From an optimization exercise on the open Yosys and OpenROAD flow, aimed at small area and a short achievable clock period; shortcuts taken in it are not production practice. Function not checked in this run: the RTL went through the layout flow alone. Power figures rest on the tool's default switching activity, not on a simulated workload.

**config.mk**
```make
export PLATFORM = sky130hd
export DESIGN_NAME = fmt_cvt
export DESIGN_NICKNAME = fmt_cvt
export VERILOG_FILES = /design/flow/design.v
export SDC_FILE = /design/flow/constraint.sdc
export NUM_CORES = 4
export LEC_CHECK = 0
export CAP_MARGIN = 20
export CORE_MARGIN = 2
export CORE_UTILIZATION = 40
export SLEW_MARGIN = 20
```
**constraint.sdc**
```tcl
create_clock -name core_clock -period 24.0 [get_ports {clk}]
set_input_delay 4.8000 -clock core_clock [delete_from_list [all_inputs] [get_ports {clk}]]
set_output_delay 4.8000 -clock core_clock [all_outputs]
set_load 0.01 [all_outputs]
```
**design.v**
```verilog
module fmt_cvt_dec (
    input  wire [3:0]  src_fmt,
    input  wire [3:0]  dst_fmt,
    input  wire [1:0]  denorm,
    input  wire [31:0] x,
    output reg  [31:0] sig,        
    output wire [5:0]  sh,         
    output wire        sign,
    output wire        s_nan,
    output wire        s_inf,
    output wire        s_zero,
    output wire        rsv,        
    output wire [7:0]  epre,       
    output wire        e_le0,      
    output wire        e_eq0,      
    output wire        ov_big,     
    output wire        ov_eq,      
    output wire        i_big       
);
    reg        sg, isint, ieee, e4m3, wide, ok;
    reg [7:0]  fe;
    reg [22:0] fm;
    reg [7:0]  bias;
    reg [7:0]  femax;
    reg [31:0] xi;
    always @* begin
        sg = 1'b0; isint = 1'b0; ieee = 1'b0; e4m3 = 1'b0; wide = 1'b0; ok = 1'b1;
        fe = 8'd0; fm = 23'd0; bias = 8'd0; femax = 8'd0; xi = 32'd0;
        case (src_fmt)
            4'd1:  begin sg = x[31]; fe = x[30:23];         fm = x[22:0];          bias = 8'd127; femax = 8'd255; ieee = 1'b1; wide = 1'b1; end
            4'd2:  begin sg = x[15]; fe = {3'd0, x[14:10]};  fm = {x[9:0], 13'd0};  bias = 8'd15;  femax = 8'd31;  ieee = 1'b1; wide = 1'b1; end
            4'd3:  begin sg = x[15]; fe = x[14:7];           fm = {x[6:0], 16'd0};  bias = 8'd127; femax = 8'd255; ieee = 1'b1; wide = 1'b1; end
            4'd4:  begin sg = x[7];  fe = {4'd0, x[6:3]};    fm = {x[2:0], 20'd0};  bias = 8'd7;   femax = 8'd15;  e4m3 = 1'b1; end
            4'd5:  begin sg = x[7];  fe = {3'd0, x[6:2]};    fm = {x[1:0], 21'd0};  bias = 8'd15;  femax = 8'd31;  ieee = 1'b1; end
            4'd6:  begin sg = x[5];  fe = {5'd0, x[4:2]};    fm = {x[1:0], 21'd0};  bias = 8'd3;   end
            4'd7:  begin sg = x[5];  fe = {6'd0, x[4:3]};    fm = {x[2:0], 20'd0};  bias = 8'd1;   end
            4'd8:  begin sg = x[3];  fe = {6'd0, x[2:1]};    fm = {x[0], 22'd0};    bias = 8'd1;   end
            4'd9:  begin isint = 1'b1; xi = {{24{x[7]}}, x[7:0]}; end
            4'd10: begin isint = 1'b1; xi = {24'd0, x[7:0]}; end
            4'd11: begin isint = 1'b1; xi = {{28{x[3]}}, x[3:0]}; end
            4'd12: begin isint = 1'b1; xi = x; end
            default: ok = 1'b0;
        endcase
    end
    wire fe_zero = (fe == 8'd0);
    wire fm_zero = (fm == 23'd0);
    wire fe_top  = (fe == femax);
    wire flush_in = denorm[1] & wide & fe_zero;
    assign s_nan  = !isint & ((ieee & fe_top & !fm_zero) | (e4m3 & fe_top & (&fm[22:20])));
    assign s_inf  = !isint & ieee & fe_top & fm_zero;
    assign s_zero = isint ? (xi == 32'd0) : (fe_zero & (fm_zero | flush_in));
    assign sign   = isint ? xi[31] : sg;
    wire [31:0] xa = xi[31] ? (32'd0 - xi) : xi;
    always @* begin
        if (isint)         sig = xa;
        else if (flush_in) sig = 32'd0;
        else               sig = {!fe_zero, fm, 8'd0};
    end
    wire signed [9:0] e31 = isint ? 10'sd31
                          : $signed({2'b00, (fe_zero ? 8'd1 : fe)}) - $signed({2'b00, bias});
    reg [4:0] lz;
    integer i;
    always @* begin
        lz = 5'd31;
        for (i = 0; i < 32; i = i + 1)
            if (sig[i]) lz = 5'd31 - i[4:0];
    end
    reg        dfl, dok;
    reg [4:0]  mw;
    reg [7:0]  dbias, emax;
    always @* begin
        dfl = 1'b1; dok = 1'b1; mw = 5'd0; dbias = 8'd0; emax = 8'd0;
        case (dst_fmt)
            4'd1: begin mw = 5'd23; dbias = 8'd127; emax = 8'd254; end
            4'd2: begin mw = 5'd10; dbias = 8'd15;  emax = 8'd30;  end
            4'd3: begin mw = 5'd7;  dbias = 8'd127; emax = 8'd254; end
            4'd4: begin mw = 5'd3;  dbias = 8'd7;   emax = 8'd15;  end
            4'd5: begin mw = 5'd2;  dbias = 8'd15;  emax = 8'd30;  end
            4'd6: begin mw = 5'd2;  dbias = 8'd3;   emax = 8'd7;   end
            4'd7: begin mw = 5'd3;  dbias = 8'd1;   emax = 8'd3;   end
            4'd8: begin mw = 5'd1;  dbias = 8'd1;   emax = 8'd3;   end
            4'd9, 4'd10, 4'd11, 4'd12: dfl = 1'b0;
            default: begin dfl = 1'b0; dok = 1'b0; end
        endcase
    end
    assign rsv = !ok | !dok;
    wire signed [10:0] ebd = $signed({e31[9], e31}) - $signed({6'd0, lz}) + $signed({3'd0, dbias});
    assign e_le0  = (ebd <= 11'sd0);
    assign e_eq0  = (ebd == 11'sd0);
    assign epre   = e_le0 ? 8'd0 : ebd[7:0];
    assign ov_big = (ebd > $signed({3'd0, emax}));
    assign ov_eq  = (ebd == $signed({3'd0, emax}));
    assign i_big  = (e31 > 10'sd31);
    wire signed [10:0] cx  = dfl ? (11'sd55 - $signed({6'd0, mw}) - $signed({3'd0, dbias})) : 11'sd54;
    wire signed [10:0] tsx = cx - $signed({e31[9], e31});
    wire [5:0]         tn  = 6'd54 - {1'b0, mw} - {1'b0, lz};
    wire [5:0]         tsc = (tsx > 11'sd57) ? 6'd57 : (tsx < 11'sd0 ? 6'd0 : tsx[5:0]);
    assign sh = (dfl & !e_le0) ? tn : tsc;
endmodule
module fmt_cvt_rnd (
    input  wire [3:0]  dst_fmt,
    input  wire [1:0]  rmode,
    input  wire        sat,
    input  wire        den_nz,     
    input  wire [31:0] sig,
    input  wire [5:0]  sh,
    input  wire        sign,
    input  wire        s_nan,
    input  wire        s_inf,
    input  wire        s_zero,
    input  wire        rsv,
    input  wire [7:0]  epre,
    input  wire        e_le0,
    input  wire        e_eq0,
    input  wire        ov_big,
    input  wire        ov_eq,
    input  wire        i_big,
    output reg  [31:0] y,
    output reg  [4:0]  flags
);
    reg        dfl, dieee, de4m3, dwide;
    reg [4:0]  mw;
    reg [31:0] qnan, inf, dmax, sbit;
    always @* begin
        dfl = 1'b1; dieee = 1'b0; de4m3 = 1'b0; dwide = 1'b0;
        mw = 5'd0; qnan = 32'd0; inf = 32'd0; dmax = 32'd0; sbit = 32'd0;
        case (dst_fmt)
            4'd1: begin mw = 5'd23; qnan = 32'h7FC00000; inf = 32'h7F800000; dmax = 32'h7F7FFFFF; sbit = 32'h80000000; dieee = 1'b1; dwide = 1'b1; end
            4'd2: begin mw = 5'd10; qnan = 32'h7E00; inf = 32'h7C00; dmax = 32'h7BFF; sbit = 32'h8000; dieee = 1'b1; dwide = 1'b1; end
            4'd3: begin mw = 5'd7;  qnan = 32'h7FC0; inf = 32'h7F80; dmax = 32'h7F7F; sbit = 32'h8000; dieee = 1'b1; dwide = 1'b1; end
            4'd4: begin mw = 5'd3;  qnan = 32'h7F; dmax = 32'h7E; sbit = 32'h80; de4m3 = 1'b1; end
            4'd5: begin mw = 5'd2;  qnan = 32'h7E; inf = 32'h7C; dmax = 32'h7B; sbit = 32'h80; dieee = 1'b1; end
            4'd6: begin mw = 5'd2;  dmax = 32'h1F; sbit = 32'h20; end
            4'd7: begin mw = 5'd3;  dmax = 32'h1F; sbit = 32'h20; end
            4'd8: begin mw = 5'd1;  dmax = 32'h7;  sbit = 32'h8;  end
            default: dfl = 1'b0;
        endcase
    end
    reg [56:0] t;
    reg        st2;
    always @* begin
        t = {sig, 25'd0}; st2 = 1'b0;
        if (sh[5]) begin st2 = st2 | (|t[31:0]); t = t >> 32; end
        if (sh[4]) begin st2 = st2 | (|t[15:0]); t = t >> 16; end
        if (sh[3]) begin st2 = st2 | (|t[7:0]);  t = t >> 8;  end
        if (sh[2]) begin st2 = st2 | (|t[3:0]);  t = t >> 4;  end
        if (sh[1]) begin st2 = st2 | (|t[1:0]);  t = t >> 2;  end
        if (sh[0]) begin st2 = st2 | t[0];       t = t >> 1;  end
    end
    wire [31:0] q   = t[33:2];
    wire        g   = t[1];
    wire        g2  = t[0];
    wire        st  = g2 | st2;
    wire        lsb = q[0];
    reg up, upn;
    always @* begin
        case (rmode)
            2'd0: begin up = g & (st | lsb); upn = g2; end
            2'd1: begin up = 1'b0;           upn = 1'b0; end
            2'd2: begin up = sign & (g | st);  upn = sign & st; end
            default: begin up = !sign & (g | st); upn = !sign & st; end
        endcase
    end
    wire inexact = g | st;
    wire        n = !dfl & sign;
    reg  [31:0] a;
    integer k;
    always @* begin
        for (k = 0; k < 32; k = k + 1) begin
            if (k < 23) a[k] = (q[k] ^ n) | (dfl & (k >= mw));
            else        a[k] = (q[k] ^ n) & !dfl;
        end
    end
    wire [32:0] yy = {n, a} + {32'd0, up ^ n};
    wire       c     = yy[23];
    wire [7:0] ef    = epre + {7'd0, c};
    wire       ovf   = ov_big | (ov_eq & (c | (de4m3 & (&yy[2:0]))));
    wire       qnz   = (|q) | up;
    wire       fsub  = e_le0 & !c & qnz;
    wire       alln  = &a[22:0];
    wire       carry_n = alln & g & upn;
    wire       tiny  = (e_le0 & !e_eq0) | (e_eq0 & !carry_n);
    wire [31:0] fsgn = sign ? sbit : 32'd0;
    wire       tz    = (rmode == 2'd1) | (rmode == 2'd2 & !sign) | (rmode == 2'd3 & sign);
    reg [31:0] fenc;
    always @* begin
        case (dst_fmt)
            4'd1: fenc = {1'b0, ef[7:0], yy[22:0]};
            4'd2: fenc = {17'd0, ef[4:0], yy[9:0]};
            4'd3: fenc = {17'd0, ef[7:0], yy[6:0]};
            4'd4: fenc = {25'd0, ef[3:0], yy[2:0]};
            4'd5: fenc = {25'd0, ef[4:0], yy[1:0]};
            4'd6: fenc = {27'd0, ef[2:0], yy[1:0]};
            4'd7: fenc = {27'd0, ef[1:0], yy[2:0]};
            default: fenc = {29'd0, ef[1:0], yy[0]};
        endcase
    end
    reg        pclamp, nclamp;
    reg [31:0] ilim, imask;
    always @* begin
        case (dst_fmt)
            4'd9:    begin pclamp = |yy[32:7];  nclamp = yy[32] & !(&yy[31:7]); ilim = sign ? 32'h80 : 32'h7F;             imask = 32'hFF; end
            4'd10:   begin pclamp = |yy[32:8];  nclamp = yy[32];                ilim = sign ? 32'h00 : 32'hFF;             imask = 32'hFF; end
            4'd11:   begin pclamp = |yy[32:3];  nclamp = yy[32] & !(&yy[31:3]); ilim = sign ? 32'h8 : 32'h7;               imask = 32'hF;  end
            default: begin pclamp = |yy[32:31]; nclamp = yy[32] & !yy[31];      ilim = sign ? 32'h80000000 : 32'h7FFFFFFF; imask = 32'hFFFFFFFF; end
        endcase
    end
    wire iclamp = s_inf | i_big | (sign ? nclamp : pclamp);
    always @* begin
        y = 32'd0; flags = 5'd0;
        if (rsv) begin
            y = 32'd0;
        end else if (!dfl) begin
            if (s_nan) begin
                flags[0] = 1'b1;
            end else if (iclamp) begin
                y = ilim; flags[0] = 1'b1;
            end else begin
                y = yy[31:0] & imask; flags[4] = inexact;
            end
        end else begin
            if (s_nan) begin
                y = qnan; flags[0] = 1'b1;
            end else if (s_inf & dieee) begin
                y = fsgn | inf;
            end else if (s_zero) begin
                y = fsgn;
            end else if (s_inf | ovf) begin
                flags[2] = 1'b1; flags[4] = 1'b1;
                if (de4m3 & !sat)               y = qnan;
                else if (dieee & !sat & !tz)    y = fsgn | inf;
                else                            y = fsgn | dmax;
            end else if (fsub & dwide & den_nz) begin
                y = fsgn; flags[3] = 1'b1; flags[4] = 1'b1;
            end else begin
                y = fsgn | fenc;
                flags[4] = inexact;
                flags[3] = tiny & inexact;
            end
        end
    end
endmodule
module fmt_cvt (
    input  wire        clk,
    input  wire        rst,
    input  wire        in_valid,
    input  wire [3:0]  in_src_fmt,
    input  wire [3:0]  in_dst_fmt,
    input  wire [1:0]  in_round,
    input  wire        in_sat,
    input  wire [1:0]  in_denorm,
    input  wire [31:0] in_data,
    output reg         out_valid,
    output reg  [31:0] out_data,
    output reg  [4:0]  out_flags
);
    reg        s1_valid;
    reg [3:0]  s1_src, s1_dst;
    reg [1:0]  s1_round;
    reg        s1_sat;
    reg [1:0]  s1_denorm;
    reg [31:0] s1_data;
    always @(posedge clk) begin
        if (rst) s1_valid <= 1'b0;
        else     s1_valid <= in_valid;
        s1_src    <= in_src_fmt;
        s1_dst    <= in_dst_fmt;
        s1_round  <= in_round;
        s1_sat    <= in_sat;
        s1_denorm <= in_denorm;
        s1_data   <= in_data;
    end
    wire [31:0] a_sig;
    wire [5:0]  a_sh;
    wire [7:0]  a_epre;
    wire        a_sign, a_nan, a_inf, a_zero, a_rsv, a_le0, a_eq0, a_ovb, a_ove, a_ibig;
    fmt_cvt_dec u_dec (
        .src_fmt (s1_src),
        .dst_fmt (s1_dst),
        .denorm  (s1_denorm),
        .x       (s1_data),
        .sig     (a_sig),
        .sh      (a_sh),
        .sign    (a_sign),
        .s_nan   (a_nan),
        .s_inf   (a_inf),
        .s_zero  (a_zero),
        .rsv     (a_rsv),
        .epre    (a_epre),
        .e_le0   (a_le0),
        .e_eq0   (a_eq0),
        .ov_big  (a_ovb),
        .ov_eq   (a_ove),
        .i_big   (a_ibig)
    );
    reg        s2_valid;
    reg [3:0]  s2_dst;
    reg [1:0]  s2_round;
    reg        s2_sat, s2_dnz;
    reg [31:0] s2_sig;
    reg [5:0]  s2_sh;
    reg [7:0]  s2_epre;
    reg        s2_sign, s2_nan, s2_inf, s2_zero, s2_rsv, s2_le0, s2_eq0, s2_ovb, s2_ove, s2_ibig;
    always @(posedge clk) begin
        if (rst) s2_valid <= 1'b0;
        else     s2_valid <= s1_valid;
        s2_dst   <= s1_dst;
        s2_round <= s1_round;
        s2_sat   <= s1_sat;
        s2_dnz   <= |s1_denorm;
        s2_sig   <= a_sig;
        s2_sh    <= a_sh;
        s2_epre  <= a_epre;
        s2_sign  <= a_sign;
        s2_nan   <= a_nan;
        s2_inf   <= a_inf;
        s2_zero  <= a_zero;
        s2_rsv   <= a_rsv;
        s2_le0   <= a_le0;
        s2_eq0   <= a_eq0;
        s2_ovb   <= a_ovb;
        s2_ove   <= a_ove;
        s2_ibig  <= a_ibig;
    end
    wire [31:0] cvt_data;
    wire [4:0]  cvt_flags;
    fmt_cvt_rnd u_rnd (
        .dst_fmt (s2_dst),
        .rmode   (s2_round),
        .sat     (s2_sat),
        .den_nz  (s2_dnz),
        .sig     (s2_sig),
        .sh      (s2_sh),
        .sign    (s2_sign),
        .s_nan   (s2_nan),
        .s_inf   (s2_inf),
        .s_zero  (s2_zero),
        .rsv     (s2_rsv),
        .epre    (s2_epre),
        .e_le0   (s2_le0),
        .e_eq0   (s2_eq0),
        .ov_big  (s2_ovb),
        .ov_eq   (s2_ove),
        .i_big   (s2_ibig),
        .y       (cvt_data),
        .flags   (cvt_flags)
    );
    always @(posedge clk) begin
        if (rst) out_valid <= 1'b0;
        else     out_valid <= s2_valid;
        out_data  <= cvt_data;
        out_flags <= cvt_flags;
    end
endmodule
```
**run.sh**
```bash
#!/bin/bash
# synth_recipe.tcl (not shown) runs the flow's synth.tcl, then flattens the netlist and writes it again
# the make line also repeats each setting of config.mk as NAME=value (left out here)
make -C /OpenROAD-flow-scripts/flow DESIGN_CONFIG=/design/flow/config.mk WORK_HOME=/design/flow/orfs CLKGATE_MAP_FILE= SYNTH_SCRIPT=/design/flow/synth_recipe.tcl finish
```
==> run notes <==
==> flip-flops by register name, indices dropped and copies added (netlist names), 2 cells and up <==
register,flops
s1_denorm,2
u_rnd.qnan,2
u_rnd.sbit,5
out_flags,4
u_rnd.mw,2
s1_round,2
s1_dst,4
s2_dst,4
s1_src,4
u_rnd.dmax,8
out_data,32
s2_round,2
u_dec.mw,4
s2_sig,32
u_dec.emax,6
s2_sh,6
s1_data,32
u_rnd.inf,2
s2_epre,8
==> through the flow <==
stage	power, mW	setup slack [ns]
2_1_floorplan	1.21	16.84
3_3_place_gp	1.53	16.36
3_5_place_dp	1.53	16.05
4_1_cts	1.84	16.02
5_1_grt	1.97	15.21
6_report	1.87	15.85
==> critical path: cells and delay by family (launching register included) <==
kind / cells / cell delay [ns]
and+or+nand+nor: 8 / 2.22
buffers and inverters: 5 / 0.47
xor gates and xnor gates: 2 / 0.24
DFF: 1 / 0.30
adders and majority gates: 4 / 1.07
AOI/OAI and AO/OA: 18 / 3.74
==> layer usage <==
metal	track usage [%]	up-vias
li1	-	8051
met1	38.8	8356
met2	42.1	1095
met3	5.46	196
met4	12.0	0
met5	0	-
==> area by class of cell <==
cell class | instances | area share [%]
diodes | 1 | 0.0136
clock buffers | 17 | 2.32
clock inverters | 15 | 1.27
inverters | 106 | 2.17
multi-input cells | 1733 | 65.6
flip-flops and latches | 179 | 19.5
well taps | 532 | 3.62
repair buffers | 107 | 5.52
==> power groups by stage <==
stage	Sequential [mW]	Clock, mW	Combinational [mW]
2_1_floorplan	0.370	0	0.838
6_report	0.375	0.300	1.19
5_1_grt	0.379	0.319	1.27
3_3_place_gp	0.381	0	1.15
3_5_place_dp	0.381	0	1.15
4_1_cts	0.374	0.307	1.15
==> cell families (layout without fill, tap and decap cells) <==
kind of cell | Yosys count | after routing | share of synthesized area, %
and+or+nand+nor | 747 | 747 | 23.4
DFF | 179 | 179 | 21.5
muxes | 142 | 142 | 10.4
other | 1 | 2 | 0.0225
xor gates and xnor gates | 91 | 91 | 4.79
AOI/OAI and AO/OA | 675 | 675 | 27.5
adders and majority gates | 77 | 77 | 6.20
buffers and inverters | 246 | 245 | 6.11
==> path summary, 6_finish.rpt <==
check | endpoint | cells past startpoint | slack, ns | from
worst max-delay path | s2_sh[1] | 37 | 15.85 | s1_src[1]
worst max register to register | s2_sh[1] | 37 | 15.85 | s1_src[1]
worst min-delay path | s2_sat | 0 | 0.33 | s1_sat
worst min register to register | s2_sat | 0 | 0.33 | s1_sat
==> placed cells by master (no fill, tap or decap), types with 22 or more instances in the layout <==
| master | Yosys | routed |
|---|---|---|
| sky130_fd_sc_hd__mux2_2 | 26 | 26 |
| sky130_fd_sc_hd__clkdlybuf4s50_1 | 0 | 84 |
| sky130_fd_sc_hd__nor2_1 | 162 | 162 |
| sky130_fd_sc_hd__xor2_1 | 32 | 32 |
| sky130_fd_sc_hd__xnor2_1 | 59 | 59 |
| sky130_fd_sc_hd__and2_1 | 27 | 27 |
| sky130_fd_sc_hd__nor3_1 | 52 | 52 |
| sky130_fd_sc_hd__nand3_1 | 65 | 65 |
| sky130_fd_sc_hd__and3_1 | 29 | 29 |
| sky130_fd_sc_hd__nand2b_1 | 33 | 33 |
| sky130_fd_sc_hd__o21ai_0 | 124 | 124 |
| sky130_fd_sc_hd__a21oi_1 | 146 | 146 |
| sky130_fd_sc_hd__ha_1 | 68 | 68 |
| sky130_fd_sc_hd__nand4_1 | 26 | 26 |
| sky130_fd_sc_hd__mux2i_1 | 92 | 92 |
| sky130_fd_sc_hd__or2_2 | 22 | 22 |
| sky130_fd_sc_hd__o22ai_1 | 41 | 41 |
| sky130_fd_sc_hd__mux4_2 | 22 | 22 |
| sky130_fd_sc_hd__inv_1 | 102 | 102 |
| sky130_fd_sc_hd__a21o_1 | 40 | 40 |
| sky130_fd_sc_hd__nor2b_1 | 31 | 31 |
| sky130_fd_sc_hd__buf_4 | 5 | 23 |
| sky130_fd_sc_hd__dfxtp_1 | 179 | 174 |
| sky130_fd_sc_hd__o211ai_1 | 28 | 28 |
| sky130_fd_sc_hd__a22oi_1 | 26 | 26 |
| sky130_fd_sc_hd__nand2_1 | 171 | 171 |
| sky130_fd_sc_hd__nor4_1 | 38 | 38 |
==> flow_summary.rst <==
.. list-table::
   :header-rows: 1

   * - Metric
     - Value
   * - Finished Core Util
     - 44.9%
   * - Register clock-pin slew on the reported worst setup and hold paths
     - 0.07 ns
   * - Highest routed metal layer
     - met4
   * - Number of detailed-routing iterations run before antenna repair
     - 6
   * - Clock skew
     - between 0.01 and 0.015 ns
   * - Register Area
     - 3590 sq um
   * - Via count normalized by instance count
     - 6.58
   * - Post-route ant nets
     - 0
   * - Count of hold-fix buffers inserted at cts
     - 0
   * - Leak Pwr
     - 7.11 nW
   * - Most common cell in the synthesized netlist
     - sky130_fd_sc_hd__dfxtp_1
   * - Headroom to the max-slew limit
     - 30.1%
   * - Post-detailed-route wirelength per cell
     - 23.2 microns
   * - Number of buffers inserted by port buffering
     - 84
   * - Drt first-iter violations
     - 2168
   * - Die Footprint
     - ~43000 sq um
   * - Synth top cells by count
     - sky130_fd_sc_hd__dfxtp_1, sky130_fd_sc_hd__nand2_1, sky130_fd_sc_hd__nor2_1
   * - Cell type contributing the most total cell area after synthesis
     - sky130_fd_sc_hd__dfxtp_1
   * - P&R area growth vs syn
     - 10.4%
   * - WL final
     - 62500 microns
   * - Minimum clock period after layout
     - 8.15 ns
   * - Maximum net fanout on the critical path
     - 41
   * - Run status
     - finished clean
   * - Cell area reported after detailed placement
     - 17700 sq um
   * - Total routing usage reported by global routing
     - about 28%
   * - Data arrival time of the critical path
     - 8.53 ns
   * - Ratio of final minimum period to clock period
     - 33.9%
   * - Post-layout nets
     - 2269
   * - DR DRC count
     - 0
   * - Min-delay worst type
     - flop to flop
   * - Worst Tran Pin Value
     - 1.04 ns
   * - Share of post-route cells with drive strength above 1
     - 7.32%
   * - Number of endpoints failing setup at the final stage
     - 0
   * - Seq/Total Area, Yosys
     - 21.5%
   * - Cell at the slowest stage of the critical path
     - sky130_fd_sc_hd__a211oi_1
   * - Number of resized instances in the post-cts repair step
     - 0
   * - Post-synthesis cell count
     - 2158
   * - Peak supply drop
     - 0.0622 mV
   * - Internal cell power
     - 0.937 mW
   * - Start-to-end type of the worst setup path
     - flop to flop
   * - Most used cell, CP
     - sky130_fd_sc_hd__inv_1
   * - RSZ-0062 raised after global routing
     - false
   * - Count of H-tree levels built during CTS
     - 4
   * - Cell types with the largest area share after synthesis
     - sky130_fd_sc_hd__dfxtp_1, sky130_fd_sc_hd__mux2i_1, sky130_fd_sc_hd__ha_1, sky130_fd_sc_hd__a21oi_1, sky130_fd_sc_hd__nand2_1
   * - Number of buffers inserted during clock tree synthesis
     - 17
   * - Initial core utilization
     - 40.7%
   * - Initial antenna violation count
     - 1
   * - I/O pin count
     - 86
   * - Share of total power in the clock network
     - 16.0%
   * - Root Buffer Master
     - sky130_fd_sc_hd__clkbuf_16
   * - Crit path required time
     - 24.38 ns
   * - Post-CTS setup buffer count
     - 0
   * - Switch share
     - 49.8%
   * - Total placed cells including tap cells
     - 2657
   * - Chip width
     - 208 microns
   * - Max_cap viols
     - 0
   * - Synth Area per Inst
     - 7.71 sq um
   * - Proportion of register bits with asynchronous set or reset after synthesis
     - 0%
   * - Clock sink total
     - 179
   * - Half-perimeter wire length after placement
     - 47500 microns
   * - Placer congestion estimate
     - 1.00
   * - Footprint of the multi-input gates
     - 12000 sq um
   * - Clock Tree Buf Depth
     - 2
   * - Vert. Die Dim
     - 208 microns
   * - Wire length on met1
     - between 20000 and 30000 microns
   * - Top_reg_cell synth
     - sky130_fd_sc_hd__dfxtp_1
   * - Yosys cell types
     - 101
   * - Final Hold Slack
     - 0.330 ns
   * - Total length of routed met3 wires
     - 6530 microns
   * - Core Rows
     - 74
   * - Clock tree from TritonCTS
     - built
   * - Filler instances
     - 4182
   * - Kind of start point of the critical path
     - flop
   * - Worst-skew pair later-pin latency
     - around 0.47 ns
   * - Net Sw Power
     - approximately 0.93 mW
   * - Total congestion overflow
     - 0
   * - Number of synthesized register bits
     - between 150 and 200
   * - Final non-filler cell area
     - 18400 sq um
   * - Non-filler instance count after layout
     - 2690
   * - Slew Viols, Final
     - 0
   * - Vias
     - approximately 18000
   * - Via count of the first global-routing pass
     - approximately 16000
   * - Delay contributed by the slowest stage of the critical path
     - between 0.4 and 0.5 ns
   * - Top cell type's share of synthesized area
     - a little over a fifth
   * - Areal power density over the cells
     - 102 nW/um^2
   * - Number of nets produced by synthesis
     - 2283
   * - CORE AREA
     - 40900 sq um
   * - EDFF count, synth
     - 0
   * - First-pass GRT wire length
     - 96000 microns
   * - Combinational fraction of design power
     - 63.9%
   * - Type of element capturing the critical path
     - flop
   * - Number of hold violations in the final report
     - 0
   * - Number of warnings reported in the yosys synthesis log
     - 3
   * - Portion of total power attributed to sequential cells
     - 20.1%
   * - Met2 wire len
     - roughly 27000 microns
   * - F_max
     - 123 MHz
   * - Maximum number of pins on one net before global-route repair
     - 73
   * - Summed instance area of the synthesized netlist
     - ~17000 sq um
   * - Setup total negative slack
     - 0 ns

==> port drivers added, routing unchanged <==
The flow's constraints put no driver on any port. The routed layout listed below was extracted and timed again, unchanged, in two steps.
Step 1 (the two cells are an assumption about what drives the block):
set clk [get_ports {clk}]
set_driving_cell -lib_cell sky130_fd_sc_hd__clkbuf_16 $clk
set_driving_cell -lib_cell sky130_fd_sc_hd__buf_2 [delete_from_list [all_inputs] $clk]
Step 2 times the ports against the registers' clock, not the clock port: input delays grow and output delays shrink by t, the midpoint of the rising clock arrivals with the driver on.
Slacks: ideal / step 1 / step 2; pairs: ideal / step 1.
shift t [ns]: 0.514
setup WS [ns]: 15.853 / 15.853 / 15.853
cell pins on the clock port's net: 1
After both steps this run still meets setup and hold. The setup slack of this run moves by 0.000 ns with the drivers and by 0.000 ns with both steps.
